What follows belongs to an exercise in optimizing a design on an open flow for small area and a short achievable clock period; a production flow would make more cautious choices.
The RTL was checked by simulation tests, not by an equivalence proof against the original design.
Power figures rest on the tool's default switching activity, not on a simulated workload.

==> flow/design.v <==
module pst_phy_rx (
    input  wire        clk,
    input  wire        rst,            
    input  wire        in_valid,       
    input  wire [65:0] in_data,        
    input  wire        inv_auto,       
    input  wire        restart,        
    input  wire        lockloss_clr,   
    output reg         out_valid,      
    output reg         out_ctrl,       
    output reg  [63:0] out_data,       
    output wire        locked,         
    output wire        rx_inv,         
    output wire        inv_event,      
    output reg  [31:0] blkerr,         
    output reg  [15:0] lockloss        
);
    reg  [65:0] prev_word;     
    reg  [6:0]  boundary;      
    reg  [5:0]  hunt_cnt;      
    reg  [63:0] err_hist;      
    reg  [3:0]  err_cnt;       
    reg  [57:0] scr_state;     
    reg         locked_q;      
    reg         rx_inv_q;      
    reg         inv_pend;      
    reg         inv_cand;      
    reg  [5:0]  inv_run_q;     
    reg  [1:0]  hdr_q;         
    reg         hdr_inv;       
    wire [63:0] cpl = ~out_data;
    wire is_train   = (cpl[7:0] == 8'h01) && (cpl[15:12] == 4'h0) &&
                      (cpl[63:16] == 48'h3C3C_3C3C_3C3C);
    wire is_losidle = (cpl[7:0] == 8'h02) && (cpl[8] == 1'b0);
    wire is_idle    = (cpl[7:0] == 8'h03) && (cpl[63:8] == 56'd0);
    wire is_cpl     = is_train || is_losidle || is_idle;
    wire fire = inv_cand & is_cpl;
    assign inv_event = fire;
    assign locked    = locked_q & ~fire;
    assign rx_inv    = rx_inv_q | fire;
    wire [5:0] inv_run = !inv_pend ? inv_run_q :
                         (is_cpl && !fire) ? (inv_run_q == 6'd32 ? 6'd32 : inv_run_q + 6'd1) :
                         6'd0;
    wire [65:0]  word    = in_data ^ {66{rx_inv_q}};
    wire [131:0] window  = {word, prev_word};
    wire [129:0] st7 = window[131:2];
    wire [129:0] st6;
    wire [97:0]  st5;
    wire [81:0]  st4;
    wire [73:0]  st3;
    wire [69:0]  st2;
    wire [67:0]  st1;
    wire [66:0]  sh;
    genvar g;
    generate
        for (g = 0; g < 130; g = g + 1) begin : g_st6
            if (g <= 65)      assign st6[g] = boundary[6] ? st7[g + 64] : st7[g];
            else if (g <= 67) assign st6[g] = boundary[6] ? 1'b0 : st7[g];
            else              assign st6[g] = st7[g];
        end
        for (g = 0; g < 98; g = g + 1) begin : g_st5
            assign st5[g] = boundary[5] ? st6[g + 32] : st6[g];
        end
        for (g = 0; g < 82; g = g + 1) begin : g_st4
            assign st4[g] = boundary[4] ? st5[g + 16] : st5[g];
        end
        for (g = 0; g < 74; g = g + 1) begin : g_st3
            assign st3[g] = boundary[3] ? st4[g + 8] : st4[g];
        end
        for (g = 0; g < 70; g = g + 1) begin : g_st2
            assign st2[g] = boundary[2] ? st3[g + 4] : st3[g];
        end
        for (g = 0; g < 68; g = g + 1) begin : g_st1
            assign st1[g] = boundary[1] ? st2[g + 2] : st2[g];
        end
        for (g = 0; g < 67; g = g + 1) begin : g_st0
            assign sh[g] = boundary[0] ? st1[g + 1] : st1[g];
        end
    endgenerate
    wire [63:0]  scrambled = sh[63:0];
    wire [121:0] scr_ext = {scrambled, scr_state};
    reg  [63:0]  payload;
    integer j;
    always @(*) begin
        for (j = 0; j < 64; j = j + 1)
            payload[j] = scr_ext[58 + j] ^ scr_ext[19 + j] ^ scr_ext[j];
    end
    wire         b65 = (boundary == 7'd65);
    wire         h0 = hdr_q[0] ^ hdr_inv;
    wire         h1 = b65 ? (in_data[0] ^ rx_inv) : (hdr_q[1] ^ hdr_inv);
    wire         hdr_valid = h0 ^ h1;
    wire         hdr_data  = h1;           
    wire cut     = in_valid & ~restart;
    wire lk_cut  = cut & locked;
    wire slip    = cut & ~locked & ~hdr_valid;
    wire drop    = lk_cut & ~hdr_valid & (err_cnt == 4'd15) & ~err_hist[63];
    always @(posedge clk) begin
        if (in_valid)
            prev_word[65:2] <= word[65:2];
        out_data <= payload;
        if (in_valid)
            scr_state <= scrambled[63:6];
        out_ctrl <= h0;
        if (cut)
            err_hist <= {err_hist[62:0], ~hdr_valid};
        if (!locked)
            err_cnt <= 4'd0;
        else if (cut)
            err_cnt <= err_cnt + {3'd0, ~hdr_valid} - {3'd0, err_hist[63]};
        if (rst) begin
            prev_word[1:0] <= 2'd0;
            hdr_q     <= 2'd0;
            hdr_inv   <= 1'b0;
            boundary  <= 7'd0;
            hunt_cnt  <= 6'd0;
            out_valid <= 1'b0;
            locked_q  <= 1'b0;
            rx_inv_q  <= 1'b0;
            inv_pend  <= 1'b0;
            inv_cand  <= 1'b0;
            inv_run_q <= 6'd0;
            blkerr    <= 32'd0;
            lockloss  <= 16'd0;
        end else begin
            if (in_valid) begin
                prev_word[1:0] <= word[1:0];
                hdr_inv <= inv_event & ~rx_inv_q;
                if (slip)
                    hdr_q <= b65 ? word[1:0] : sh[66:65];
                else
                    hdr_q <= sh[65:64];
            end
            out_valid <= lk_cut & hdr_valid;
            inv_pend  <= lk_cut & hdr_valid & hdr_data & ~drop;
            inv_cand  <= lk_cut & hdr_valid & hdr_data & ~drop & inv_auto &
                         (inv_run[5] | (&inv_run[4:0]));
            rx_inv_q  <= rx_inv & ~restart;
            locked_q  <= locked;
            inv_run_q <= inv_run;
            if (lockloss_clr)
                lockloss <= 16'd0;
            if (lk_cut & ~hdr_valid)
                blkerr <= blkerr + 32'd1;
            if (drop && (lockloss != 16'hFFFF || lockloss_clr))
                lockloss <= lockloss_clr ? 16'd1 : lockloss + 16'd1;
            if (restart) begin
                locked_q  <= 1'b0;
                hunt_cnt  <= 6'd0;
                inv_run_q <= 6'd0;
            end else if (in_valid) begin
                if (!locked) begin
                    if (hdr_valid) begin
                        hunt_cnt <= hunt_cnt + 6'd1;
                        if (hunt_cnt == 6'd63)
                            locked_q <= 1'b1;
                    end else begin
                        hunt_cnt <= 6'd0;
                        boundary <= (boundary == 7'd65) ? 7'd0 : boundary + 7'd1;
                    end
                    inv_run_q <= 6'd0;
                end else begin
                    if (drop)
                        locked_q <= 1'b0;
                    if (!(hdr_valid & hdr_data) | drop)
                        inv_run_q <= 6'd0;
                end
            end
        end
    end
endmodule
module pst_frame_rx (
    input  wire        clk,
    input  wire        rst,             
    input  wire        blk_valid,       
    input  wire        blk_ctrl,        
    input  wire [63:0] blk_data,        
    input  wire        locked,          
    output reg         fr_sof,          
    output reg         fr_valid,        
    output reg  [63:0] fr_data,
    output reg         fr_end,          
    output reg         fr_good,         
    output reg  [15:0] frame_ok,        
    output reg  [15:0] frame_err        
);
    localparam [7:0] T_OWN  = 8'h10;
    localparam [7:0] T_SOF  = 8'h11;
    localparam [7:0] T_EOF  = 8'h12;
    localparam [7:0] T_MARK = 8'h13;
    localparam [31:0] CRC_IDLE = 32'hF0958FC8;
    reg        run_take;         
    reg [5:0]  run_left;         
    wire       run_active = |run_left;
    reg        in_frame;
    reg [5:0]  f_rem;            
    reg [31:0] f_crc;            
    function type_len_ok;
        input [7:0] t;
        input [4:0] len;
        begin
            case (t)
                8'h01:   type_len_ok = (len == 5'd8);
                8'h02:   type_len_ok = (len == 5'd6);
                8'h03:   type_len_ok = (len == 5'd8);
                8'h04:   type_len_ok = (len >= 5'd1);
                8'h05:   type_len_ok = (len == 5'd3);
                8'h06:   type_len_ok = (len == 5'd0) || (len == 5'd4);
                8'h07:   type_len_ok = (len >= 5'd2);
                default: type_len_ok = 1'b0;
            endcase
        end
    endfunction
    wire [7:0] btype   = blk_data[7:0];
    wire       is_mark = blk_ctrl && (btype == T_MARK);
    wire       is_own  = blk_ctrl && (btype == T_OWN);
    wire       is_sof  = blk_ctrl && (btype == T_SOF);
    wire       is_eof  = blk_ctrl && (btype == T_EOF);
    wire       is_data = !blk_ctrl;
    wire [31:0] crc_next;
    pst_crc64 u_crc (.c(f_crc), .d(blk_data), .q(crc_next));
    wire        eof_good = (blk_data[39:8] == ~f_crc) && (f_rem == 6'd0);
    wire        blk      = locked && blk_valid && !is_mark;
    wire        in_run   = blk && run_active;
    wire        last_blk = run_left == 6'd1;
    wire        take     = in_run && run_take;
    wire        open_sof = take && !in_frame && is_sof;
    wire        dat      = take && in_frame && is_data;
    wire        close    = take && in_frame && !is_data;        
    wire        good     = close && is_eof && eof_good;
    wire        end_bad  = (!locked && in_frame) ||
                           ((open_sof || dat) && last_blk) || (close && !good);
    wire        frame_nx = in_frame ? (locked && !(take && (close || (dat && last_blk))))
                                    : (open_sof && !last_blk);
    always @(posedge clk) begin
        fr_data <= blk_data;
        if (!frame_nx)
            f_crc <= CRC_IDLE;
        else if (open_sof || dat)
            f_crc <= crc_next;
        if (open_sof)
            f_rem <= type_len_ok(blk_data[15:8], blk_data[20:16]) ?
                     {1'b0, blk_data[20:16]} : 6'd63;
        else if (dat)
            f_rem <= f_rem - 6'd1;
        if (rst) begin
            run_take   <= 1'b0;
            run_left   <= 6'd0;
            in_frame   <= 1'b0;
            f_crc      <= CRC_IDLE;
            fr_sof     <= 1'b0;
            fr_valid   <= 1'b0;
            fr_end     <= 1'b0;
            fr_good    <= 1'b0;
            frame_ok   <= 16'd0;
            frame_err  <= 16'd0;
        end else begin
            fr_sof   <= open_sof;
            fr_valid <= dat;
            fr_end   <= end_bad || good;
            fr_good  <= good;
            in_frame <= frame_nx;
            if (good)
                frame_ok <= frame_ok + 16'd1;
            if (end_bad)
                frame_err <= frame_err + 16'd1;
            if (!locked) begin
                run_take <= 1'b0;
                run_left <= 6'd0;
            end else if (blk) begin
                if (!run_active) begin
                    if (is_own) begin
                        run_left <= blk_data[21:16];
                        run_take <= blk_data[24];
                    end
                end else begin
                    run_left <= run_left - 6'd1;
                end
            end
        end
    end
endmodule
module pst_crc64 (
    input  wire [31:0] c,
    input  wire [63:0] d,
    output wire [31:0] q
);
    wire [31:0] x = c ^ d[31:0];
    wire t64 = x[3] ^ x[13];
    wire t65 = x[4] ^ d[39];
    wire t66 = x[11] ^ d[32];
    wire t67 = x[6] ^ x[16];
    wire t68 = x[7] ^ x[12];
    wire t69 = d[36] ^ d[54];
    wire t70 = x[5] ^ x[15];
    wire t71 = x[8] ^ d[37];
    wire t72 = x[9] ^ d[38];
    wire t73 = x[19] ^ d[34];
    wire t74 = x[30] ^ d[55];
    wire t75 = x[10] ^ d[56];
    wire t76 = d[47] ^ t64;
    wire t77 = x[1] ^ x[14];
    wire t78 = x[0] ^ d[35];
    wire t79 = x[31] ^ d[61];
    wire t80 = d[45] ^ t66;
    wire t81 = x[20] ^ d[40];
    wire t82 = x[2] ^ d[59];
    wire t83 = x[21] ^ d[41];
    wire t84 = x[22] ^ d[42];
    wire t85 = d[50] ^ d[57];
    wire t86 = x[23] ^ d[43];
    wire t87 = x[24] ^ d[44];
    wire t88 = x[25] ^ d[52];
    wire t89 = x[26] ^ d[46];
    wire t90 = d[48] ^ d[60];
    wire t91 = x[17] ^ d[63];
    wire t92 = d[33] ^ d[58];
    wire t93 = x[27] ^ d[49];
    wire t94 = x[29] ^ d[51];
    wire t95 = x[18] ^ t70;
    wire t96 = d[62] ^ t85;
    wire t97 = t67 ^ t69;
    wire t98 = d[53] ^ t83;
    wire t99 = t65 ^ t75;
    wire t100 = d[63] ^ t71;
    wire t101 = t74 ^ t90;
    wire t102 = x[28] ^ t89;
    wire t103 = d[35] ^ t72;
    wire t104 = t68 ^ t84;
    wire t105 = x[5] ^ t79;
    wire t106 = x[28] ^ d[34];
    wire t107 = x[12] ^ d[60];
    wire t108 = x[13] ^ d[51];
    wire t109 = d[39] ^ d[58];
    wire t110 = t73 ^ t81;
    wire t111 = x[11] ^ t82;
    wire t112 = x[19] ^ t77;
    wire t113 = x[20] ^ t86;
    wire t114 = t65 ^ t108;
    wire t115 = x[7] ^ t87;
    wire t116 = x[9] ^ t91;
    wire t117 = t88 ^ t94;
    wire t118 = d[61] ^ t104;
    wire t119 = x[25] ^ t80;
    wire t120 = t68 ^ t102;
    wire t121 = t76 ^ t78;
    wire t122 = t93 ^ t100;
    wire t123 = x[17] ^ d[37];
    wire t124 = x[31] ^ d[36];
    wire t125 = x[18] ^ d[56];
    wire t126 = d[38] ^ d[40];
    wire t127 = x[3] ^ x[22];
    wire t128 = x[8] ^ d[45];
    wire t129 = x[24] ^ d[33];
    wire t130 = x[12] ^ d[54];
    wire t131 = x[26] ^ d[53];
    wire t132 = d[32] ^ d[57];
    wire t133 = d[59] ^ d[62];
    wire t134 = x[4] ^ x[23];
    wire t135 = x[27] ^ t77;
    wire t136 = t78 ^ t107;
    wire t137 = d[41] ^ t92;
    wire t138 = x[21] ^ t82;
    wire t139 = d[34] ^ t109;
    wire t140 = x[15] ^ t67;
    wire t141 = d[44] ^ t70;
    wire t142 = d[46] ^ t71;
    wire t143 = x[16] ^ t72;
    wire t144 = d[49] ^ t79;
    wire t145 = d[33] ^ t95;
    wire t146 = t81 ^ t98;
    wire t147 = x[2] ^ t80;
    wire t148 = t88 ^ t101;
    wire t149 = t96 ^ t116;
    wire t150 = t95 ^ t97;
    wire t151 = d[47] ^ t122;
    wire t152 = x[10] ^ x[17];
    wire t153 = d[49] ^ d[55];
    wire t154 = x[2] ^ d[36];
    wire t155 = x[0] ^ d[38];
    wire t156 = d[42] ^ d[62];
    wire t157 = d[43] ^ d[57];
    wire t158 = x[29] ^ d[48];
    wire t159 = d[39] ^ d[44];
    wire t160 = d[37] ^ d[50];
    wire t161 = x[13] ^ x[14];
    wire t162 = d[42] ^ d[59];
    wire t163 = x[6] ^ x[18];
    wire t164 = x[0] ^ x[14];
    wire t165 = x[1] ^ x[8];
    wire t166 = x[30] ^ d[50];
    wire t167 = d[48] ^ t92;
    wire t168 = t66 ^ t74;
    wire t169 = t78 ^ t123;
    wire t170 = t106 ^ t124;
    wire t171 = x[1] ^ t66;
    wire t172 = x[29] ^ t125;
    wire t173 = t64 ^ t71;
    wire t174 = t73 ^ t84;
    wire t175 = d[52] ^ t75;
    wire t176 = t86 ^ t155;
    wire t177 = d[40] ^ t87;
    wire t178 = d[53] ^ t93;
    wire t179 = x[16] ^ t69;
    wire t180 = x[21] ^ t106;
    wire t181 = x[28] ^ t127;
    wire t182 = x[27] ^ t130;
    wire t183 = t131 ^ t132;
    wire t184 = x[31] ^ t73;
    wire t185 = d[55] ^ t91;
    wire t186 = x[11] ^ t92;
    wire t187 = t64 ^ t133;
    wire t188 = t65 ^ t103;
    wire t189 = t97 ^ t167;
    wire t190 = t110 ^ t152;
    wire t191 = t68 ^ t111;
    wire t192 = t136 ^ t174;
    wire t193 = d[57] ^ t113;
    wire t194 = t77 ^ t139;
    wire t195 = x[4] ^ t142;
    wire t196 = d[43] ^ t76;
    wire t197 = t115 ^ t180;
    wire t198 = t117 ^ t181;
    wire t199 = t111 ^ t182;
    wire t200 = t99 ^ t161;
    wire t201 = x[30] ^ t96;
    wire t202 = x[9] ^ t101;
    wire t203 = t99 ^ t112;
    wire t204 = t141 ^ t144;
    wire t205 = t67 ^ t76;
    wire t206 = d[46] ^ t114;
    wire t207 = t90 ^ t103;
    wire t208 = t105 ^ t134;
    wire t209 = x[24] ^ t105;
    wire t210 = x[6] ^ t118;
    wire t211 = x[23] ^ t147;
    wire t212 = d[41] ^ t148;
    wire t213 = t120 ^ t121;
    wire t214 = t120 ^ t160;
    wire t215 = t138 ^ t149;
    wire t216 = d[54] ^ t121;
    wire t217 = t150 ^ t151;
    assign q[0] = ((t188 ^ t189) ^ (t190 ^ (t168 ^ ((d[52] ^ x[3]) ^ t135))));
    assign q[1] = ((t145 ^ t146) ^ (t191 ^ ((t153 ^ t169) ^ (t170 ^ t99))));
    assign q[2] = ((((t83 ^ t85) ^ (x[5] ^ t126)) ^ (t171 ^ t172)) ^ ((t173 ^ t97) ^ t192));
    assign q[3] = (t210 ^ (((t112 ^ t114) ^ (t137 ^ t169)) ^ ((t74 ^ (t154 ^ t72)) ^ t193)));
    assign q[4] = (((t176 ^ t95) ^ (t81 ^ (t124 ^ t156))) ^ (t194 ^ ((t115 ^ t138) ^ (t173 ^ t175))));
    assign q[5] = ((t98 ^ ((d[60] ^ t127) ^ (t157 ^ t82))) ^ (((t100 ^ t112) ^ (t140 ^ t177)) ^ (t119 ^ t188)));
    assign q[6] = ((((t135 ^ t141) ^ (t89 ^ (d[35] ^ t73))) ^ t210) ^ (t211 ^ t212));
    assign q[7] = (t213 ^ ((t140 ^ t178) ^ (((d[56] ^ t128) ^ (t129 ^ t154)) ^ ((t156 ^ t79) ^ t113))));
    assign q[8] = ((t196 ^ t197) ^ ((t149 ^ t195) ^ (t179 ^ (((d[32] ^ x[25]) ^ t158) ^ t135))));
    assign q[9] = ((t198 ^ ((((x[1] ^ x[26]) ^ t159) ^ t110) ^ t147)) ^ t217);
    assign q[10] = (t214 ^ (((((x[10] ^ x[29]) ^ t69) ^ t98) ^ t194) ^ t211));
    assign q[11] = ((((t84 ^ t94) ^ t142) ^ t199) ^ (t76 ^ (((d[35] ^ x[15]) ^ t126) ^ (t129 ^ t74))));
    assign q[12] = (t212 ^ ((t143 ^ t170) ^ (t76 ^ ((t65 ^ t86) ^ (x[14] ^ (d[56] ^ x[12]))))));
    assign q[13] = (((t144 ^ t177) ^ t200) ^ (t183 ^ (((d[35] ^ d[42]) ^ t123) ^ (t158 ^ t70))));
    assign q[14] = ((t137 ^ (t93 ^ ((d[43] ^ x[14]) ^ t126))) ^ (t201 ^ (t119 ^ t150)));
    assign q[15] = (t214 ^ ((t184 ^ t185) ^ ((t137 ^ t140) ^ (t162 ^ (d[51] ^ t159)))));
    assign q[16] = ((t196 ^ t202) ^ (t203 ^ (((t162 ^ t163) ^ (t69 ^ t94)) ^ ((x[7] ^ t128) ^ t186))));
    assign q[17] = ((t202 ^ t204) ^ ((t175 ^ ((t157 ^ t164) ^ t110)) ^ (t191 ^ t195)));
    assign q[18] = (((t96 ^ t98) ^ t204) ^ (t205 ^ ((((d[58] ^ x[20]) ^ t107) ^ (t165 ^ t75)) ^ (t103 ^ t80))));
    assign q[19] = (t215 ^ ((((x[10] ^ t164) ^ t80) ^ t118) ^ (t189 ^ t206)));
    assign q[20] = (((t113 ^ (((d[32] ^ x[19]) ^ (x[22] ^ x[30])) ^ (t133 ^ t68))) ^ (t206 ^ t207)) ^ t217);
    assign q[21] = (t216 ^ (((((d[58] ^ d[60]) ^ t166) ^ t171) ^ t122) ^ (t197 ^ t208)));
    assign q[22] = ((t198 ^ t199) ^ (t209 ^ ((((d[62] ^ x[16]) ^ t109) ^ (t128 ^ t166)) ^ t190)));
    assign q[23] = (((t163 ^ (x[31] ^ t134)) ^ (t168 ^ t187)) ^ (t146 ^ ((t102 ^ t116) ^ (t117 ^ t136))));
    assign q[24] = (((t185 ^ ((x[11] ^ x[26]) ^ t104)) ^ (t205 ^ t207)) ^ (t209 ^ ((t139 ^ t172) ^ t146)));
    assign q[25] = (((t186 ^ t187) ^ t118) ^ (t193 ^ (((d[34] ^ t125) ^ (t153 ^ t165)) ^ ((t83 ^ t88) ^ t143))));
    assign q[26] = (t215 ^ (t200 ^ ((((d[58] ^ x[8]) ^ t131) ^ (t86 ^ t87)) ^ t192)));
    assign q[27] = (((t91 ^ ((d[45] ^ d[59]) ^ (d[61] ^ x[22]))) ^ t145) ^ (t148 ^ (((t132 ^ t67) ^ (t73 ^ t87)) ^ (t114 ^ t176))));
    assign q[28] = (((t115 ^ t178) ^ t119) ^ (t208 ^ (((t69 ^ t72) ^ (t75 ^ t89)) ^ ((x[3] ^ (d[62] ^ x[18])) ^ t101))));
    assign q[29] = (t151 ^ ((((t129 ^ t130) ^ (x[6] ^ (d[55] ^ x[19]))) ^ (t102 ^ t105)) ^ ((t96 ^ t99) ^ t119)));
    assign q[30] = (t213 ^ ((t179 ^ ((x[5] ^ t91) ^ t117)) ^ (t201 ^ t203)));
    assign q[31] = (t216 ^ (((t100 ^ t143) ^ (t183 ^ t184)) ^ ((t94 ^ (x[2] ^ (d[39] ^ x[10]))) ^ t145)));
endmodule
module pst_rx (
    input  wire        clk,
    input  wire        rst,            
    input  wire        in_valid,       
    input  wire [65:0] in_data,        
    input  wire        inv_auto,       
    input  wire        restart,        
    input  wire        lockloss_clr,   
    output wire        blk_valid,
    output wire        blk_ctrl,
    output wire [63:0] blk_data,
    output wire        locked,
    output wire        rx_inv,
    output wire        inv_event,
    output wire [31:0] blkerr,
    output wire [15:0] lockloss,
    output wire        fr_sof,
    output wire        fr_valid,
    output wire [63:0] fr_data,
    output wire        fr_end,
    output wire        fr_good,
    output wire [15:0] frame_ok,
    output wire [15:0] frame_err
);
    pst_phy_rx u_phy (
        .clk(clk), .rst(rst), .in_valid(in_valid), .in_data(in_data),
        .inv_auto(inv_auto), .restart(restart), .lockloss_clr(lockloss_clr),
        .out_valid(blk_valid), .out_ctrl(blk_ctrl), .out_data(blk_data),
        .locked(locked), .rx_inv(rx_inv), .inv_event(inv_event),
        .blkerr(blkerr), .lockloss(lockloss));
    pst_frame_rx u_frame (
        .clk(clk), .rst(rst),
        .blk_valid(blk_valid), .blk_ctrl(blk_ctrl), .blk_data(blk_data),
        .locked(locked),
        .fr_sof(fr_sof), .fr_valid(fr_valid), .fr_data(fr_data),
        .fr_end(fr_end), .fr_good(fr_good),
        .frame_ok(frame_ok), .frame_err(frame_err));
endmodule
==> flow/flow/run.sh <==
#!/bin/bash
# The standard ORFS layout (standard.sh, the standard flow's SDC and config), with:
# - synthesis by flow/lean_synth.tcl: the standard flow's synthesis script with an
#   area-oriented ABC mapping script (flow/lean.abc); same flip-flops/names;
set -euo pipefail
W=$(pwd)
export LEAN_ABC_SCRIPT="$W/flow/lean.abc"
mapfile -t ARGS < <(grep -v '^#' flow/make_args.txt | sed '/^$/d')
bash standard.sh "SYNTH_SCRIPT=$W/flow/lean_synth.tcl" "${ARGS[@]}" finish > standard_flow.log 2>&1
==> flow/flow/lean.abc <==
&get -n
&st
&dch
&nf
&put
topo
stime -c
==> flow/flow/lean_synth.tcl <==
# The standard flow's synthesis script (synth_recipe.tcl) with one change: ABC maps the
# logic with flow/lean.abc (area-oriented mapping, no buffering or upsizing)
# instead of ORFS's speed script; the layout's timing repair sizes the gates.
# Flip-flops, yosys synth -nofsm -noshare, flattening and renaming as the standard flow's.
proc synth {args} { yosys synth -nofsm -noshare {*}$args }
proc abc {args} {
  set i [lsearch -exact $args -script]
  if {$i >= 0} { set args [lreplace $args [expr {$i+1}] [expr {$i+1}] $::env(LEAN_ABC_SCRIPT)] }
  yosys abc {*}$args
}
source $::env(SCRIPTS_DIR)/synth.tcl
# left out here: clear keep_hierarchy, flatten, clean up, hide names made inside functions, write 1_2_yosys.v
==> flow/flow/make_args.txt <==
SETUP_SLACK_MARGIN=8.3
TNS_END_PERCENT=0
BUFFER_PORTS_ARGS=-buffer_cell sky130_fd_sc_hd__buf_1
==> flow/standard.sh <==
#!/bin/bash
# synth_recipe.tcl (not shown) runs the flow's synth.tcl, then flattens the netlist and writes it again
# the make line also repeats each setting of config.mk as NAME=value (left out here)
make -C /OpenROAD-flow-scripts/flow DESIGN_CONFIG=/design/flow/config.mk WORK_HOME=/design/flow/orfs CLKGATE_MAP_FILE= SYNTH_SCRIPT=/design/flow/synth_recipe.tcl "${@:-finish}"
==> flow/config.mk <==
export PLATFORM = sky130hd
export DESIGN_NAME = pst_rx
export DESIGN_NICKNAME = pst_rx
export VERILOG_FILES = /design/flow/design.v
export SDC_FILE = /design/flow/constraint.sdc
export NUM_CORES = 4
export LEC_CHECK = 0
export CAP_MARGIN = 20
export CORE_MARGIN = 2
export CORE_UTILIZATION = 40
export PLACE_DENSITY = 0.6
export SLEW_MARGIN = 20
==> flow/constraint.sdc <==
create_clock -name core_clock -period 13.0 [get_ports {clk}]
set_input_delay 2.6000 -clock core_clock [delete_from_list [all_inputs] [get_ports {clk}]]
set_output_delay 2.6000 -clock core_clock [all_outputs]
set_load 0.01 [all_outputs]
==> results of run 1 <==
-- registers in the layout, summed over array words and instances, names as in the netlist, 2 cells and up --
signal and cells:
u_frame.fr_data 64, u_phy.err_hist 64, u_phy.out_data 64, u_phy.prev_word 64, u_phy.scr_state 58, u_frame.f_crc 32, u_phy.blkerr 32, u_frame.frame_err 16
u_frame.frame_ok 16, u_phy.lockloss 16, u_phy.boundary 7, u_frame.f_rem 6, u_frame.run_left 6, u_phy.hunt_cnt 6, u_phy.inv_run_q 6, u_phy.err_cnt 4
u_phy.hdr_q 2
-- synth_stat cells, types with 3 or more instances --
master,count
sky130_fd_sc_hd__xnor2_1,489
sky130_fd_sc_hd__dfxtp_1,284
sky130_fd_sc_hd__nor2_1,228
sky130_fd_sc_hd__xor2_1,200
sky130_fd_sc_hd__edfxtp_1,192
sky130_fd_sc_hd__a21oi_1,164
sky130_fd_sc_hd__mux2i_1,164
sky130_fd_sc_hd__nand2_1,143
sky130_fd_sc_hd__clkinv_1,104
sky130_fd_sc_hd__o21ai_0,87
sky130_fd_sc_hd__mux4_2,68
sky130_fd_sc_hd__nor3_1,60
sky130_fd_sc_hd__and3_1,56
sky130_fd_sc_hd__mux2_1,45
sky130_fd_sc_hd__a211oi_1,41
sky130_fd_sc_hd__nand4_1,33
sky130_fd_sc_hd__nand3_1,31
sky130_fd_sc_hd__nor4_1,25
sky130_fd_sc_hd__o21a_1,22
sky130_fd_sc_hd__ha_1,19
sky130_fd_sc_hd__a21o_1,11
sky130_fd_sc_hd__o211ai_1,11
sky130_fd_sc_hd__o22ai_1,11
sky130_fd_sc_hd__a31oi_1,10
sky130_fd_sc_hd__nor2b_1,10
sky130_fd_sc_hd__and2_0,9
sky130_fd_sc_hd__o221ai_1,9
sky130_fd_sc_hd__and4_1,7
sky130_fd_sc_hd__or2_0,7
sky130_fd_sc_hd__a311oi_1,6
sky130_fd_sc_hd__nand2b_1,6
sky130_fd_sc_hd__a221oi_1,5
sky130_fd_sc_hd__a22oi_1,5
sky130_fd_sc_hd__o2111ai_1,5
sky130_fd_sc_hd__o21bai_1,5
sky130_fd_sc_hd__or4_1,5
sky130_fd_sc_hd__a211o_1,4
sky130_fd_sc_hd__nor4b_1,4
sky130_fd_sc_hd__or3_1,4
sky130_fd_sc_hd__xnor3_1,4
sky130_fd_sc_hd__a31o_1,3
sky130_fd_sc_hd__a41oi_1,3
sky130_fd_sc_hd__nor3b_1,3
sky130_fd_sc_hd__o22a_1,3
-- final cells by class --
type	instances	area (sq um)	area share, %
Clock inverter	29	399	1.22
Sequential cell	476	11600	35.5
Inverter	104	420	1.28
Timing Repair Buffer	375	1850	5.65
Clock buffer	70	1440	4.40
Multi-Input combinational cell	2058	15900	48.6
Tap cell	882	1100	3.37
-- power breakdown --
part / switching [W] / total, W / internal, W
Sequential: 0.000226 / 0.00198 / 0.00176
Clock: 0.000647 / 0.00158 / 0.000930
Combinational: 0.00346 / 0.00576 / 0.00230
-- stage by stage --
step	total power [W]	area (sq um)	hold slack (ns)	worst slack (ns)	cells
CTS	0.00911	32600	0.420	7.88	3984
detailed placement	0.00741	30100	0.405	7.10	3845
floorplan	0.00560	27600	0.400	7.83	2638
global route	0.00959	32700	0.426	7.73	3994
finish	0.00931	32700	0.416	7.78	3994
global placement	0.00744	30100	0.404	7.19	3845
-- critical path, stage by stage (launching register included) --
cell,delay [ns]
sky130_fd_sc_hd__dfxtp_4,0.42
sky130_fd_sc_hd__nor4_1,0.37
sky130_fd_sc_hd__and3_4,0.26
sky130_fd_sc_hd__nand4_1,0.10
sky130_fd_sc_hd__o211ai_1,0.29
sky130_fd_sc_hd__nand3_2,0.23
sky130_fd_sc_hd__clkinv_4,0.12
sky130_fd_sc_hd__nor2_4,0.04
sky130_fd_sc_hd__inv_4,0.07
sky130_fd_sc_hd__buf_6,0.11
-- cell families after synthesis --
group	after synthesis	synth area share, %
AND/OR/NAND/NOR	641	11.0
XOR/XNOR	693	22.2
AO/OA/AOI/OAI	427	9.55
buffers and inverters	104	1.42
flip-flops	476	41.5
adder cells (fa/ha/maj)	20	0.935
multiplexers	277	13.3
-- worst paths after layout --
check,endpoint,slack [ns],start,cells after the start
hold reg to reg,u_phy.err_hist[18]$_DFFE_PP_,0.42,u_phy.err_hist[17]$_DFFE_PP_,0
setup reg to reg,u_phy.blkerr[29]$_SDFFE_PP0N_,8.14,u_phy.out_data[50]$_DFF_P_,19
hold / removal,u_phy.err_hist[18]$_DFFE_PP_,0.42,u_phy.err_hist[17]$_DFFE_PP_,0
setup / recovery,rx_inv,7.78,u_phy.out_data[50]$_DFF_P_,9
-- layer usage --
layer / share of wire, % / routed length, um
met4: 2.6 / 2540
met2: 45 / 43100
met5: 0 / 0
met3: 8.1 / 7850
met1: 44 / 42900
-- timing repair --
item | in CTS | in global routing
buffers inserted | 40 | 10
pin swaps | 10 | 7
gates resized for setup | 131 | 11
endpoints found under the setup margin | 152 | 157
==> impl_summary.log, run 1 <==
INFO  metric top_library_cells_by_usage_in_the_layout_fill_and_taps_aside = 488 x sky130_fd_sc_hd__xnor2_1, 283 x sky130_fd_sc_hd__buf_1, 227 x sky130_fd_sc_hd__nor2_1, 226 x sky130_fd_sc_hd__dfxtp_1, 200 x sky130_fd_sc_hd__xor2_1
INFO  metric die_width = 267 um
INFO  metric gpl.final_weighted_congestion = 1.03
INFO  metric antennaDiodeCount = 0
INFO  metric gr-max-usage-layer = met2
INFO  metric netlist_area = 27600 sq um
INFO  metric worstSetupEndpointType = output port
INFO  metric finalWirelength = 96400 um
INFO  metric fin_crit = 5.22 ns
INFO  metric path_class_of_the_lowest_slack_min_delay_path = register to register
INFO  metric slew_headroom = a little over a quarter
INFO  metric post-route-period-util = 40.2%
INFO  metric syn-num-nets = about 2700
INFO  metric postSynth.asyncResetShare = 0%
INFO  metric cts_tree = built
INFO  metric postSynthRegisterBits = 476
INFO  metric area.growth.synth_to_final = 18.7%
INFO  metric numPortBuffers = 288
INFO  metric syn_avg_cell_area = 10.5 sq um
INFO  metric power.static_leakage = 11.2 nW
INFO  metric unrepaired_setup_endpoints_after_global_routing = yes
INFO  metric avgRoutedWirePerCell = 24.1 um
INFO  metric height_of_the_chip = 267 um
INFO  metric required = 10.40 ns
INFO  metric avgViaCountPerCell = 5.63
INFO  metric met2_usage = just over 40%
INFO  metric yosys-top-cells-area = sky130_fd_sc_hd__edfxtp_1 21%, sky130_fd_sc_hd__dfxtp_1 21%, sky130_fd_sc_hd__xnor2_1 16%
INFO  metric cts_inserted_buffers = 53
INFO  metric max_slew.worst_pin.slew = 1.08 ns
INFO  metric final.setup.tns = 0 ns
INFO  metric setup_viol = 0
INFO  metric nets = approximately 3200
INFO  metric clock_tree.root_cell = sky130_fd_sc_hd__clkbuf_16
INFO  metric slew_violations = 0
INFO  metric htree_num_levels = 2
INFO  metric core_region_area = slightly below 70000 sq um
INFO  metric floorplan.die_area = between 70000 and 80000 sq um
INFO  metric clock_latency = 0.63 ns
INFO  metric drv.max_cap_violation_count = 0
INFO  metric yosysWarningCount = 2
INFO  metric groute.usage.overall = between 20% and 30%
INFO  metric fillers = 6382
INFO  metric yosysUniqueCellTypes = 66
INFO  metric floorplan.initialDensity = 40.3%
INFO  metric dp_hpwl = 72100 um
INFO  metric start_kind = register
INFO  metric grt_antenna_before_repair = 5
INFO  metric synthDominantCellAreaShare = 20.9%
INFO  metric layout.core_utilization = 47.8%
INFO  metric ir_drop = between 0.0002 and 0.0003 V
INFO  metric cts_buffer_depth = 3
INFO  metric yosys.area.top_type = sky130_fd_sc_hd__edfxtp_1
INFO  metric synth_flop_cell = sky130_fd_sc_hd__dfxtp_1
INFO  metric final_common_cell = sky130_fd_sc_hd__xnor2_1
INFO  metric dr.pass1.iters = 6
INFO  metric remaining_drc_errors = 0
INFO  metric syn-instance-count = 2638
INFO  metric cts.sink_count = 476
INFO  metric io-pin-count = 289
INFO  metric ant_nets = 0
INFO  metric run_status = finished clean
INFO  metric critical_path_class = register to output port
INFO  metric grt_start_max_net_pins = 127
INFO  metric finalHoldViolCount = 0
INFO  metric synth_edf_count = around 190
INFO  metric globalRouteMet1Util = 37.4%
INFO  metric via_count = 22500
INFO  metric timing.fmax = 191 MHz
INFO  metric grt_pass1_wl = 140000 um
INFO  metric worstPathArrival = between 2 and 3 ns
INFO  metric timing.critical_path.fanout_max = 7
INFO  metric ctsHoldBuffers = 0
INFO  metric drive_gt1_share = 10.7%
INFO  metric initialDrtViolationCount = 2216
INFO  metric power.density = 285 nW/um^2
INFO  metric floorplan.rows = 96
INFO  metric final.setup_skew = 0.0281 ns
INFO  metric first_global_vias = between 20000 and 25000
INFO  metric gr-usage-met3 = around 4.3%
INFO  metric clkSlewWorstSetupHoldPaths = 0.06 ns
INFO  metric global_route.overflow_total = 0
INFO  metric seq_area_frac_synth = about two fifths
==> run 2: changes to the inputs <==
--- a/flow/config.mk
+++ b/flow/config.mk
@@ -8,5 +8,7 @@
 export CAP_MARGIN = 20
 export CORE_MARGIN = 2
 export CORE_UTILIZATION = 40
+export CTS_CLUSTER_DIAMETER = 100
+export CTS_CLUSTER_SIZE = 22
 export PLACE_DENSITY = 0.6
 export SLEW_MARGIN = 20
==> run 2 against run 1 <==
Compared with the run above: core utilization decreased by 1.5 points; synthesized cell count unchanged; register-to-register slack improved by 0.06 ns; total power decreased by 7.1%; first-iteration DRC count increased by 5.7%; clock-buffer cell count decreased by 29; non-clock buffer count unchanged; die area unchanged; wire length decreased by 1.0%; clock skew decreased by 0.0017 ns; worst hold slack improved by 0.0010 ns; clock power decreased by 39%.
==> impl_summary.log, run 2 <==
INFO  metric run_status = finished clean
INFO  metric yosys-top-cells-area = sky130_fd_sc_hd__edfxtp_1 21%, sky130_fd_sc_hd__dfxtp_1 21%, sky130_fd_sc_hd__xnor2_1 16%
INFO  metric yosysWarningCount = 2 (unchanged)
INFO  metric cts.sink_count = 476 (unchanged)
INFO  metric postSynth.asyncResetShare = 0% (unchanged)
INFO  metric critical_path_cell_by_cell = buf_6, nand4_1, nor4_4, nand4_1, o211ai_1, nand3_2, clkinv_4, nor2_4, clkinv_2, buf_6
INFO  metric yosys.area.top_type = sky130_fd_sc_hd__edfxtp_1
INFO  metric grt_pass1_wl = 139000 um (-0.94%)
INFO  metric critical_path_class = register to output port
INFO  metric post-route-period-util = 39.8% (-0.40 points)
INFO  metric worstReg2RegEnd = u_phy.blkerr[29]$_SDFFE_PP0N_
INFO  metric avgViaCountPerCell = 5.66 (+0.41%)
INFO  metric layout.core_utilization = 46.3% (-1.5 points)
INFO  metric dr.max_layer_used = met4
INFO  metric drive_gt1_share = 9.24% (-1.4 points)
INFO  metric timing.hold.ws = 0.417 ns (+0.00102 ns)
INFO  metric synth_top_cells_by_count = 489 x sky130_fd_sc_hd__xnor2_1, 284 x sky130_fd_sc_hd__dfxtp_1, 228 x sky130_fd_sc_hd__nor2_1
INFO  metric hold_depth = 0 (unchanged)
INFO  metric start_kind = register
INFO  metric clock_latency = 0.63 ns (about the same)
INFO  metric final.setup_skew = 0.0264 ns (-0.00172 ns)
INFO  metric ant_nets = 0 (unchanged)
INFO  metric worstSetupEndpointType = output port
INFO  metric path_class_of_the_lowest_slack_min_delay_path = register to register
INFO  metric drv.max_cap_violation_count = 0 (unchanged)
INFO  metric worstPathArrival = 2.57 ns (-0.05 ns)
INFO  metric top_library_cells_by_usage_in_the_layout_fill_and_taps_aside = 488 x sky130_fd_sc_hd__xnor2_1, 283 x sky130_fd_sc_hd__buf_1, 227 x sky130_fd_sc_hd__nor2_1, 224 x sky130_fd_sc_hd__dfxtp_1, 200 x sky130_fd_sc_hd__xor2_1
INFO  metric io-pin-count = 289 (unchanged)
INFO  metric synthDominantCellAreaShare = 20.9% (unchanged)
INFO  metric power.density = 273 nW/um^2 (-4.1%)
INFO  metric grt_antenna_before_repair = 4 (-1)
INFO  metric cts_buffer_depth = 3 (unchanged)
INFO  metric nets = 3135 (-0.79%)
INFO  metric floorplan.initialDensity = 40.3% (unchanged)
INFO  metric synth_most_common_cell = sky130_fd_sc_hd__xnor2_1
INFO  metric timing.hold.worst.start = u_phy.err_hist[41]$_DFFE_PP_
INFO  metric floorplan.die_area = 71000 sq um (unchanged)
INFO  metric power.static_leakage = 10.7 nW (-4.4%)
INFO  metric setup.reg_to_reg.worst_slack = 8.20 ns (+0.06 ns)
INFO  metric worst-r2r-cell-count = 20 (+1)
INFO  metric slew_violations = 0 (unchanged)
INFO  metric area.growth.synth_to_final = 15.1%
INFO  metric avgRoutedWirePerCell = 24.2 um (+0.21%)
INFO  metric die_width = 267 um (unchanged)
INFO  metric first_global_vias = 21400 (-1.2%)
INFO  metric via_count = 22300 (-0.82%)
INFO  metric syn_avg_cell_area = 10.5 sq um (unchanged)
INFO  metric critical-path-slowest-cell = sky130_fd_sc_hd__nor4_4
INFO  metric setup_viol = 0 (unchanged)
INFO  metric final_critical_path_setup_slack = 7.83 ns (+0.0526 ns)
INFO  metric initialDrtViolationCount = 2343 (+5.7%)
INFO  metric dr.pass1.iters = 5 (-1)
INFO  metric antennaDiodeCount = 0 (unchanged)
INFO  metric finalWirelength = 95400 um (-1.0%)
INFO  metric met2_wirelength = 42400 um (-1.6%)
INFO  metric numPortBuffers = 288 (unchanged)
INFO  metric ir_drop = 0.000270 V (-4.9%)
INFO  metric timing.critical_path.fanout_max = 4 (-3)
INFO  metric groute.usage.overall = 26.1% (-0.33 points)
INFO  metric cts_tree = built
INFO  metric fin_crit = 5.17 ns (-0.0526 ns)
INFO  metric wl_met3 = 7390 um (-5.9%)
INFO  metric global_route.overflow_total = 0 (unchanged)
INFO  metric clock_tree.root_cell = sky130_fd_sc_hd__clkbuf_16
INFO  metric timing.fmax = 193 MHz (+1.0%)
INFO  metric synth_edf_count = 192 (unchanged)
INFO  metric netlist_area = 27600 sq um (unchanged)
INFO  metric height_of_the_chip = 267 um (unchanged)
INFO  metric reg2reg_from = u_phy.out_data[55]$_DFF_P_
INFO  metric core_region_area = 68500 sq um (unchanged)
INFO  metric pre_cts_slack = 7.10 ns (unchanged)
INFO  metric final_common_cell = sky130_fd_sc_hd__xnor2_1
INFO  metric remaining_drc_errors = 0 (unchanged)
INFO  metric max_slew.worst_pin.slew = 1.11 ns (+0.0311 ns)
INFO  metric yosysUniqueCellTypes = 66 (unchanged)
INFO  metric largest_stage_delay_on_the_critical_path = 0.35 ns (-0.07 ns)
INFO  metric floorplan.rows = 96 (unchanged)
INFO  metric gpl.final_weighted_congestion = 1.03 (unchanged)
INFO  metric dp_hpwl = 72100 um (unchanged)
INFO  metric synth_flop_cell = sky130_fd_sc_hd__dfxtp_1
INFO  metric seq_area_frac_synth = 41.5% (unchanged)
INFO  metric clkSlewWorstSetupHoldPaths = 0.10 ns (+0.04 ns)
INFO  metric postSynthRegisterBits = 476 (unchanged)
INFO  metric syn-instance-count = 2638 (unchanged)
INFO  metric syn-num-nets = 2730 (unchanged)
INFO  metric grt_start_max_net_pins = 127 (unchanged)
INFO  metric m1WireLength = 43100 um (+0.64%)
INFO  metric slew_headroom = 25.2% (-2.1 points)
INFO  metric min_to = u_phy.err_hist[42]$_DFFE_PP_
INFO  metric cts_inserted_buffers = 28 (-47%)
INFO  metric htree_num_levels = 1 (-1)
INFO  metric final.setup.tns = 0 ns (unchanged)
INFO  metric finalHoldViolCount = 0 (unchanged)
INFO  metric unrepaired_setup_endpoints_after_global_routing = yes
INFO  metric required = 10.40 ns (about the same)
run 2: changes by cell type in the layout (fill, tap and decap cells not counted), sizes merged:
cell	delta
inv	+1
clkinvlp	-2
clkinv	-12
bufinv	-7
clkbuf	-29
run 2: worst max-delay path by stage:
| stage | startpoint | endpoint | slack (ns) |
|---|---|---|---|
| after floorplan | in_data[61] | u_phy.out_data[56]$_DFF_P_ | 7.83 |
| after global placement | in_data[0] | u_phy.lockloss[13]$_SDFFE_PP0P_ | 7.19 |
| after detailed placement | in_data[0] | u_phy.blkerr[29]$_SDFFE_PP0N_ | 7.10 |
| after CTS | u_phy.out_data[58]$_DFF_P_ | rx_inv | 7.88 |
| after global routing | u_phy.out_data[33]$_DFF_P_ | rx_inv | 7.72 |
| final | u_phy.out_data[55]$_DFF_P_ | rx_inv | 7.83 |
run 2: worst max-delay path: cells and delay by family, from the launching register on:
| kind | cells | cell delay, ns |
|---|---|---|
| AND/OR/NAND/NOR | 5 | 0.91 |
| buffers and inverters | 4 | 0.41 |
| flip-flops | 1 | 0.33 |
| AO/OA/AOI/OAI | 1 | 0.29 |
run 2: repair_timing:
action | 4_1_cts | 5_1_grt
hold buffers | 0 | 0
endpoints found under the setup margin | 147 | 153
buffers inserted | 50 | 0
hold endpoints to repair | 0 | 0
resized for setup | 137 | 2
pin swaps | 13 | 2
run 2: area by class of cell:
type	instances	area, sq um
clock buffer	41	749
timing repair buffer	375	1850
multi-input combinational	2058	15900
clock inverter	9	123
tap	882	1100
sequential	476	11600
fill	6464	36700
inverter	104	419
run 2: cell families after synthesis:
family | share of synthesized area (%)
AO/OA/AOI/OAI | 9.55
XOR/XNOR | 22.2
adder cells (fa/ha/maj) | 0.935
buffers and inverters | 1.42
flip-flops | 41.5
multiplexers | 13.3
AND/OR/NAND/NOR | 11.0
run 2: layer usage:
layer / up-vias / global-route usage (%)
li1: 10300 / -
met1: 11000 / 37.8
met2: 923 / 40.9
met3: 144 / 3.64
met4: 0 / 6.39
met5: - / 0
run 2: report_power, final:
group / total [W] / internal (W) / switching, W
clock network: 0.000959 / 0.000419 / 0.000540
logic: 0.00574 / 0.00230 / 0.00344
registers: 0.00196 / 0.00175 / 0.000202
run 2: metrics by stage:
| step | cells | cell area [sq um] | total power (W) |
|---|---|---|---|
| detailed placement | 3845 | 30100 | 0.00741 |
| finish | 3945 | 31700 | 0.00866 |
| global placement | 3845 | 30100 | 0.00744 |
| floorplan | 2638 | 27600 | 0.00560 |
| global route | 3945 | 31700 | 0.00895 |
| CTS | 3945 | 31700 | 0.00850 |
==> run 3: changes to the inputs <==
--- a/flow/config.mk
+++ b/flow/config.mk
@@ -9,6 +9,6 @@
 export CORE_MARGIN = 2
 export CORE_UTILIZATION = 40
 export CTS_CLUSTER_DIAMETER = 100
-export CTS_CLUSTER_SIZE = 22
+export CTS_CLUSTER_SIZE = 28
 export PLACE_DENSITY = 0.6
 export SLEW_MARGIN = 20
==> run 3 against run 2 <==
Compared with the run above: still clean; largest cell class unchanged; first-iteration DRC count decreased by 6.5%; cell count decreased by 0.15%; wire length increased by 0.20%; combinational power about the same; clock-buffer cell count decreased by 8; non-clock buffer count unchanged.
==> impl_summary.log, run 3 <==
INFO  metric run_status = finished clean
INFO  metric drive_gt1_share = 9.32% (+0.084 points)
INFO  metric avgViaCountPerCell = 5.67 (+0.22%)
INFO  metric required = 13.49 ns (+3.09 ns)
INFO  metric grt_pass1_wl = 139000 um (about the same)
INFO  metric clock_tree.root_cell = sky130_fd_sc_hd__clkbuf_16
INFO  metric finalWirelength = 95600 um (+0.20%)
INFO  metric power.density = 272 nW/um^2 (-0.20%)
INFO  metric worst-path-buf-inv = 2 (-2)
INFO  metric clkSlewWorstSetupHoldPaths = 0.11 ns (about the same)
INFO  metric cts.sink_count = 476 (unchanged)
INFO  metric slew_violations = 0 (unchanged)
INFO  metric avgRoutedWirePerCell = 24.3 um (+0.35%)
INFO  metric critical_path_cell_by_cell = buf_1, xnor2_1, clkinv_1, mux4_2, mux2i_1, mux2_1, mux2i_1, mux2_1, o21ai_0, xor2_1, xnor2_1
INFO  metric first_global_vias = 21300 (-0.62%)
INFO  metric worstPathArrival = 5.65 ns (+3.08 ns)
INFO  metric top_library_cells_by_usage_in_the_layout_fill_and_taps_aside = 488 x sky130_fd_sc_hd__xnor2_1, 283 x sky130_fd_sc_hd__buf_1, 227 x sky130_fd_sc_hd__nor2_1, 223 x sky130_fd_sc_hd__dfxtp_1, 200 x sky130_fd_sc_hd__xor2_1
INFO  metric yosysWarningCount = 2 (unchanged)
INFO  metric remaining_drc_errors = 0 (unchanged)
INFO  metric cts_inserted_buffers = 24 (-14%)
INFO  metric synth_edf_count = 192 (unchanged)
INFO  metric synth_top_cells_by_count = 489 x sky130_fd_sc_hd__xnor2_1, 284 x sky130_fd_sc_hd__dfxtp_1, 228 x sky130_fd_sc_hd__nor2_1
INFO  metric synth_compound_area_share = 9.55% (unchanged)
INFO  metric final.setup_skew = 0.0367 ns (+0.0103 ns)
INFO  metric cts_tree = built
INFO  metric area.growth.synth_to_final = 14.9%
INFO  metric crit_family = multiplexers
INFO  metric grt_antenna_before_repair = 4 (unchanged)
INFO  metric main_combinational_cell_family_by_area_after_synthesis = XOR/XNOR gates
INFO  metric die_width = 267 um (unchanged)
INFO  metric worstSetupEndpointType = register
INFO  metric seq_area_frac_synth = 41.5% (unchanged)
INFO  metric synth_flop_cell = sky130_fd_sc_hd__dfxtp_1
INFO  metric max_slew.worst_pin.slew = 1.12 ns (+0.00310 ns)
INFO  metric synth-adder-area-share = 0.935% (unchanged)
INFO  metric groute.usage.overall = 26.1% (about the same)
INFO  metric yosys-top-cells-area = sky130_fd_sc_hd__edfxtp_1 21%, sky130_fd_sc_hd__dfxtp_1 21%, sky130_fd_sc_hd__xnor2_1 16%
INFO  metric ctsHoldBuffers = 0 (unchanged)
INFO  metric clock_latency = 0.62 ns (about the same)
INFO  metric grt_start_max_net_pins = 127 (unchanged)
INFO  metric syn_avg_cell_area = 10.5 sq um (unchanged)
INFO  metric critical-path-slowest-cell = sky130_fd_sc_hd__o21ai_0
INFO  metric critical_path_class = primary input to register
INFO  metric floorplan.initialDensity = 40.3% (unchanged)
INFO  metric setup_viol = 0 (unchanged)
INFO  metric final_common_cell = sky130_fd_sc_hd__xnor2_1
INFO  metric placedInstanceArea = 30100 sq um (unchanged)
INFO  metric global_route.overflow_total = 0 (unchanged)
INFO  metric unrepaired_setup_endpoints_after_global_routing = yes
INFO  metric timing.fmax = 194 MHz (+0.34%)
INFO  metric synth_xor_xnor_area_share = 22.2% (unchanged)
INFO  metric yosys.area.top_type = sky130_fd_sc_hd__edfxtp_1
INFO  metric synth-simple-area-share = 11.0% (unchanged)
INFO  metric ant_nets = 0 (unchanged)
INFO  metric final.setup.tns = 0 ns (unchanged)
INFO  metric dr.pass1.iters = 6 (+1)
INFO  metric power.static_leakage = 10.7 nW (-0.15%)
INFO  metric fin_crit = 5.15 ns (-0.0172 ns)
INFO  metric syn-instance-count = 2638 (unchanged)
INFO  metric netlist_area = 27600 sq um (unchanged)
INFO  metric slew_headroom = 25.0% (-0.21 points)
INFO  metric synth_most_common_cell = sky130_fd_sc_hd__xnor2_1
INFO  metric final_critical_path_setup_slack = 7.85 ns (+0.0172 ns)
INFO  metric floorplan.die_area = 71000 sq um (unchanged)
INFO  metric numPortBuffers = 288 (unchanged)
INFO  metric post-route-period-util = 39.6% (-0.13 points)
INFO  metric finalHoldViolCount = 0 (unchanged)
INFO  metric stdcell_count = 3939 (-0.15%)
INFO  metric ir_drop = 0.000261 V (-3.3%)
INFO  metric postSynthRegisterBits = 476 (unchanged)
INFO  metric htree_num_levels = 1 (unchanged)
INFO  metric height_of_the_chip = 267 um (unchanged)
INFO  metric floorplan.rows = 96 (unchanged)
INFO  metric via_count = 22300 (+0.063%)
INFO  metric antennaDiodeCount = 0 (unchanged)
INFO  metric largest_stage_delay_on_the_critical_path = 0.58 ns (+0.23 ns)
INFO  metric synthDominantCellAreaShare = 20.9% (unchanged)
INFO  metric syn-num-nets = 2730 (unchanged)
INFO  metric path_class_of_the_lowest_slack_min_delay_path = register to register
INFO  metric yosysUniqueCellTypes = 66 (unchanged)
INFO  metric synth.mux.area_fraction = 13.3% (unchanged)
INFO  metric nets = 3131 (-0.13%)
INFO  metric power.total = 0.00863 W (-0.35%)
INFO  metric gpl.final_weighted_congestion = 1.03 (unchanged)
INFO  metric timing.critical_path.fanout_max = 4 (unchanged)
INFO  metric io-pin-count = 289 (unchanged)
INFO  metric initialDrtViolationCount = 2191 (-6.5%)
INFO  metric cts_buffer_depth = 3 (unchanged)
INFO  metric numPlacedInstances = 3845 (unchanged)
INFO  metric dp_hpwl = 72100 um (unchanged)
INFO  metric postSynth.asyncResetShare = 0% (unchanged)
INFO  metric pre_cts_slack = 7.10 ns (unchanged)
INFO  metric final_design_area_no_fill = 31700 sq um (-0.15%)
INFO  metric start_kind = primary input
INFO  metric drv.max_cap_violation_count = 0 (unchanged)
INFO  metric core_region_area = 68500 sq um (unchanged)
[run 3: cell count changes in the layout (fill, tap and decap cells not counted), sizes merged]
cell    delta
clkbuf     -8
clkinv     +1
inv        +1
[run 3: report_power, final]
part	leakage [nW]	internal (W)	total, W	switching [W]
clock	0.380	0.000371	0.000910	0.000540
sequential	4.22	0.00175	0.00196	0.000206
combinational	6.11	0.00230	0.00575	0.00345
[run 3: repair_timing]
| item | CTS | global route |
|---|---|---|
| pin swaps | 12 | 2 |
| resized for setup | 140 | 9 |
| buffers inserted | 49 | 1 |
| endpoints found under the setup margin | 153 | 156 |
[run 3: cell type report]
type / count / area, sq um
Timing Repair Buffer: 375 / 1860
Inverter: 104 / 419
Fill cell: 6478 / 36800
Clock inverter: 11 / 149
Sequential cell: 476 / 11600
Clock buffer: 33 / 634
Tap cell: 882 / 1100
Multi-Input combinational cell: 2058 / 15900
[run 3: kinds of logic after synthesis]
group | after synthesis
compound gates | 427
simple gates | 641
xor+xnor | 693
flops | 476
mux | 277
fa+ha+maj | 20
buf+inv | 104
[run 3: final timing paths]
path | start | to | slack, ns | cells after the start
worst max register to register | u_phy.out_data[42]$_DFF_P_ | u_phy.blkerr[29]$_SDFFE_PP0N_ | 8.26 | 20
worst min-delay path | u_phy.err_hist[41]$_DFFE_PP_ | u_phy.err_hist[42]$_DFFE_PP_ | 0.41 | 0
worst min register to register | u_phy.err_hist[41]$_DFFE_PP_ | u_phy.err_hist[42]$_DFFE_PP_ | 0.41 | 0
worst max-delay path | in_data[16] | u_phy.out_data[54]$_DFF_P_ | 7.85 | 11
[run 3: worst register-to-register path, stage by stage, from the launching register on]
cell and delay, ns:
sky130_fd_sc_hd__dfxtp_2 0.34, sky130_fd_sc_hd__buf_6 0.10, sky130_fd_sc_hd__nand4_1 0.11, sky130_fd_sc_hd__nor4_2 0.40, sky130_fd_sc_hd__nand4_1 0.15, sky130_fd_sc_hd__o211ai_1 0.27
sky130_fd_sc_hd__nand3_2 0.21, sky130_fd_sc_hd__clkinv_4 0.12, sky130_fd_sc_hd__nor2_4 0.04, sky130_fd_sc_hd__clkinv_2 0.07, sky130_fd_sc_hd__buf_4 0.11, sky130_fd_sc_hd__xnor2_1 0.11
sky130_fd_sc_hd__mux2i_1 0.12, sky130_fd_sc_hd__ha_1 0.43, sky130_fd_sc_hd__nand2_1 0.11, sky130_fd_sc_hd__a311o_2 0.55, sky130_fd_sc_hd__nor4_4 0.40, sky130_fd_sc_hd__nor3b_2 0.36
sky130_fd_sc_hd__nor4b_4 0.34, sky130_fd_sc_hd__and3_1 0.21, sky130_fd_sc_hd__nor3_1 0.04
[run 3: metal layers]
metal,track usage (%),routed length [um]
met1,37.9,42700
met2,41.1,42700
met5,0,0
met3,3.54,7920
met4,5.89,2330
[run 3: through the flow]
stage,hold WS (ns),util [%]
global route,0.436,46.3
floorplan,0.400,-
global placement,0.404,44.0
finish,0.414,46.3
CTS,0.423,46.2
detailed placement,0.405,44.0
==> run 4: changes to the inputs <==
--- a/flow/config.mk
+++ b/flow/config.mk
@@ -7,8 +7,8 @@
 export LEC_CHECK = 0
 export CAP_MARGIN = 20
 export CORE_MARGIN = 2
-export CORE_UTILIZATION = 40
+export CORE_UTILIZATION = 55
 export CTS_CLUSTER_DIAMETER = 100
-export CTS_CLUSTER_SIZE = 28
-export PLACE_DENSITY = 0.6
+export CTS_CLUSTER_SIZE = 22
+export PLACE_DENSITY = 0.7
 export SLEW_MARGIN = 20
==> run 4 against run 3 <==
Compared with the run above: still clean on timing, DRC and antenna; worst hold slack better by 0.0052 ns; synthesized area unchanged; register-to-register slack worse by 0.10 ns; non-clock buffer count down 42; clock skew down 0.0074 ns; wire length down 3.2%; clock power up 0.7%; first-iteration DRC count up 20%; combinational power down 3%.
==> impl_summary.log, run 4 <==
INFO  metric run_status = finished clean
INFO  metric power.density = 274 nW/um^2 (+0.57%)
INFO  metric final.setup.tns = 0 ns (unchanged)
INFO  metric top_library_cells_by_usage_in_the_layout_fill_and_taps_aside = 485 x sky130_fd_sc_hd__xnor2_1, 283 x sky130_fd_sc_hd__buf_1, 230 x sky130_fd_sc_hd__dfxtp_1, 227 x sky130_fd_sc_hd__nor2_1, 197 x sky130_fd_sc_hd__xor2_1
INFO  metric syn-instance-count = 2638 (unchanged)
INFO  metric final.setup_skew = 0.0293 ns (-0.00739 ns)
INFO  metric max_slew.worst_pin.slew = 1.19 ns (+0.0697 ns)
INFO  metric finalWirelength = 92500 um (-3.2%)
INFO  metric ctsHoldBuffers = 0 (unchanged)
INFO  metric core_region_area = 49900 sq um (-27%)
INFO  metric fillers = 4241 (-35%)
INFO  metric gpl.final_weighted_congestion = 1.02 (-0.52%)
INFO  metric clock_tree.root_cell = sky130_fd_sc_hd__clkbuf_16
INFO  metric numPortBuffers = 288 (unchanged)
INFO  metric yosys.area.top_type = sky130_fd_sc_hd__edfxtp_1
INFO  metric clkSlewWorstSetupHoldPaths = 0.09 ns (-0.02 ns)
INFO  metric final_common_cell = sky130_fd_sc_hd__xnor2_1
INFO  metric grt_antenna_before_repair = 0 (-4)
INFO  metric grt_pass1_wl = 137000 um (-1.5%)
INFO  metric multiInputGateArea = 15900 sq um (+0.41%)
INFO  metric syn_avg_cell_area = 10.5 sq um (unchanged)
INFO  metric synth_edf_count = 192 (unchanged)
INFO  metric cts_tree = built
INFO  metric dr.pass1.iters = 6 (unchanged)
INFO  metric slew_violations = 0 (unchanged)
INFO  metric cts_inserted_buffers = 26 (+8.3%)
INFO  metric timing.fmax = 192 MHz (-0.88%)
INFO  metric ant_nets = 0 (unchanged)
INFO  metric final_design_area_no_fill = 31100 sq um (-1.9%)
INFO  metric htree_num_levels = 1 (unchanged)
INFO  metric yosysWarningCount = 2 (unchanged)
INFO  metric avgViaCountPerCell = 6.10 (+7.7%)
INFO  metric power.total = 0.00851 W (-1.3%)
INFO  metric slew_headroom = 20.3% (-4.7 points)
INFO  metric floorplan.initialDensity = 55.3% (+15 points)
INFO  metric nets = 3091 (-1.3%)
INFO  metric synthDominantCellAreaShare = 20.9% (unchanged)
INFO  metric post-route-period-util = 40.0% (+0.35 points)
INFO  metric initialDrtViolationCount = 2631 (+20%)
INFO  metric grt_start_max_net_pins = 92 (-28%)
INFO  metric clock_latency = 0.61 ns (about the same)
INFO  metric io-pin-count = 289 (unchanged)
INFO  metric timing.critical_path.fanout_max = 6 (+2)
INFO  metric required = 13.45 ns (-0.04 ns)
INFO  metric dp_hpwl = 70400 um (-2.2%)
INFO  metric drv.max_cap_violation_count = 0 (unchanged)
INFO  metric floorplan.die_area = 51900 sq um (-27%)
INFO  metric avgRoutedWirePerCell = 25.1 um (+3.3%)
INFO  metric remaining_drc_errors = 0 (unchanged)
INFO  metric cts.sink_count = 476 (unchanged)
INFO  metric floorplan.rows = 82 (-15%)
INFO  metric via_count = 22500 (+0.88%)
INFO  metric synth_most_common_cell = sky130_fd_sc_hd__xnor2_1
INFO  metric synth_top_cells_by_count = 489 x sky130_fd_sc_hd__xnor2_1, 284 x sky130_fd_sc_hd__dfxtp_1, 228 x sky130_fd_sc_hd__nor2_1
INFO  metric worstPathArrival = 5.65 ns (about the same)
INFO  metric die_width = 228 um (-14%)
INFO  metric ir_drop = 0.000423 V (+62%)
INFO  metric yosys-top-cells-area = sky130_fd_sc_hd__edfxtp_1 21%, sky130_fd_sc_hd__dfxtp_1 21%, sky130_fd_sc_hd__xnor2_1 16%
INFO  metric postSynth.asyncResetShare = 0% (unchanged)
INFO  metric critical_path_class = primary input to register
INFO  metric cts_buffer_depth = 3 (unchanged)
INFO  metric seq_area = 11600 sq um (-0.38%)
INFO  metric drive_gt1_share = 8.12% (-1.2 points)
INFO  metric unrepaired_setup_endpoints_after_global_routing = yes
INFO  metric path_class_of_the_lowest_slack_min_delay_path = register to register
INFO  metric area.growth.synth_to_final = 12.7%
INFO  metric start_kind = primary input
INFO  metric groute.usage.overall = 34.7% (+8.7 points)
INFO  metric first_global_vias = 21100 (-0.56%)
INFO  metric finalHoldViolCount = 0 (unchanged)
INFO  metric synth_flop_cell = sky130_fd_sc_hd__dfxtp_1
INFO  metric postSynthRegisterBits = 476 (unchanged)
INFO  metric height_of_the_chip = 228 um (-14%)
INFO  metric fin_crit = 5.20 ns (+0.0455 ns)
INFO  metric power.static_leakage = 10.5 nW (-2.1%)
INFO  metric worstSetupEndpointType = register
INFO  metric yosysUniqueCellTypes = 66 (unchanged)
INFO  metric seq_area_frac_synth = 41.5% (unchanged)
INFO  metric setup_viol = 0 (unchanged)
INFO  metric placedInstanceArea = 29800 sq um (-0.99%)
INFO  metric syn-num-nets = 2730 (unchanged)
INFO  metric netlist_area = 27600 sq um (unchanged)
INFO  metric global_route.overflow_total = 0 (unchanged)
run 4: cell types whose count changed in the layout (fill, tap and decap cells not counted), sizes merged:
cell,change
buf,-43
clkinv,-4
bufinv,+1
inv,-4
clkbuf,+11
diode,+1
run 4: final cells by class:
| cell class | instances | share of cell area (%) |
|---|---|---|
| Antenna cell | 1 | 0.00805 |
| Clock inverter | 4 | 0.109 |
| Clock buffer | 43 | 2.44 |
| Multi-Input combinational cell | 2058 | 51.3 |
| Inverter | 104 | 1.40 |
| Timing Repair Buffer | 333 | 4.73 |
| Tap cell | 672 | 2.71 |
| Sequential cell | 476 | 37.3 |
run 4: kinds of logic after synthesis:
logic type                 count (synthesis)  share of synthesized area [%]
xor gates and xnor gates                 693                           22.2
adders and majority gates                 20                          0.935
and+or+nand+nor                          641                           11.0
DFF                                      476                           41.5
muxes                                    277                           13.3
AOI/OAI and AO/OA                        427                           9.55
buffers and inverters                    104                           1.42
run 4: report_power, final:
part           internal (W)  switching, W
Clock              0.000405      0.000511
Combinational       0.00224       0.00335
Sequential          0.00175      0.000257
run 4: metal layers:
| layer | track usage, % | routed length, um | share of wire (%) | vias to the layer above |
|---|---|---|---|---|
| met5 | 0 | 0 | 0 | - |
| met4 | 10.2 | 2880 | 3.1 | 0 |
| met3 | 5.19 | 8350 | 9.0 | 186 |
| met2 | 53.7 | 41200 | 45 | 1156 |
| met1 | 50.7 | 40100 | 43 | 11000 |
| li1 | - | - | - | 10200 |
run 4: stage by stage:
| step | cells | setup slack (ns) | util, % | hold WS [ns] |
|---|---|---|---|---|
| 6_report | 3691 | 7.80 | 62.3 | 0.419 |
| 4_1_cts | 3689 | 7.84 | 61.9 | 0.421 |
| 3_3_place_gp | 3633 | 7.11 | 59.8 | 0.405 |
| 5_1_grt | 3690 | 7.80 | 62.3 | 0.434 |
| 2_1_floorplan | 2638 | 7.83 | - | 0.400 |
| 3_5_place_dp | 3633 | 7.08 | 59.8 | 0.405 |
run 4: what timing repair did:
action,4_1_cts,5_1_grt
resized for setup,87,42
endpoints found under the setup margin,146,152
buffers inserted,9,1
pin swaps,7,5
run 4: critical path, cell delays in order:
cell	delay, ns
sky130_fd_sc_hd__buf_1	0.09
sky130_fd_sc_hd__xor2_1	0.47
sky130_fd_sc_hd__mux2i_1	0.18
sky130_fd_sc_hd__mux2_1	0.32
sky130_fd_sc_hd__o21ai_0	0.36
sky130_fd_sc_hd__o21a_1	0.19
sky130_fd_sc_hd__mux2i_1	0.09
sky130_fd_sc_hd__mux2_1	0.37
sky130_fd_sc_hd__mux2_1	0.43
sky130_fd_sc_hd__xnor2_1	0.19
sky130_fd_sc_hd__xnor2_1	0.35
run 4: worst paths after layout:
path	cells after the start	start	slack, ns	to
max reg2reg	13	u_phy.boundary[1]$_SDFFE_PP0P_	8.16	u_phy.blkerr[29]$_SDFFE_PP0N_
max	11	in_data[26]	7.80	u_phy.out_data[62]$_DFF_P_
min reg2reg	0	u_phy.err_hist[4]$_DFFE_PP_	0.42	u_phy.err_hist[5]$_DFFE_PP_
min	0	u_phy.err_hist[4]$_DFFE_PP_	0.42	u_phy.err_hist[5]$_DFFE_PP_

-- static timing again, ports no longer ideal --
The results above use ideal ports. As a check the final layouts listed here were re-extracted and re-timed, cells and wires unchanged. Step 1 (the two cells are an assumption about what drives the block):
set clk [get_ports {clk}]
set_driving_cell -lib_cell sky130_fd_sc_hd__clkbuf_16 $clk
set_driving_cell -lib_cell sky130_fd_sc_hd__buf_2 [delete_from_list [all_inputs] $clk]
Step 2 also shifts input and output timing later by t, the mid clock arrival at the registers, as if the neighbouring blocks saw the same clock. a / b / c = no drivers / after step 1 / after step 2; a / b = the first two.
run | t, ns | setup slack, ns | worst data-port slew with drivers (ns) | cell pins on the clock port's net
run 1 | 0.679 | 7.776 / 7.708 / 7.202 | 0.08 | 1
run 2 | 0.681 | 7.829 / 7.767 / 7.208 | 0.09 | 1
run 3 | 0.661 | 7.846 / 7.796 / 7.223 | 0.09 | 1
run 4 | 0.659 | 7.800 / 7.760 / 7.177 | 0.09 | 1
After both steps setup and hold are still met in every run listed.
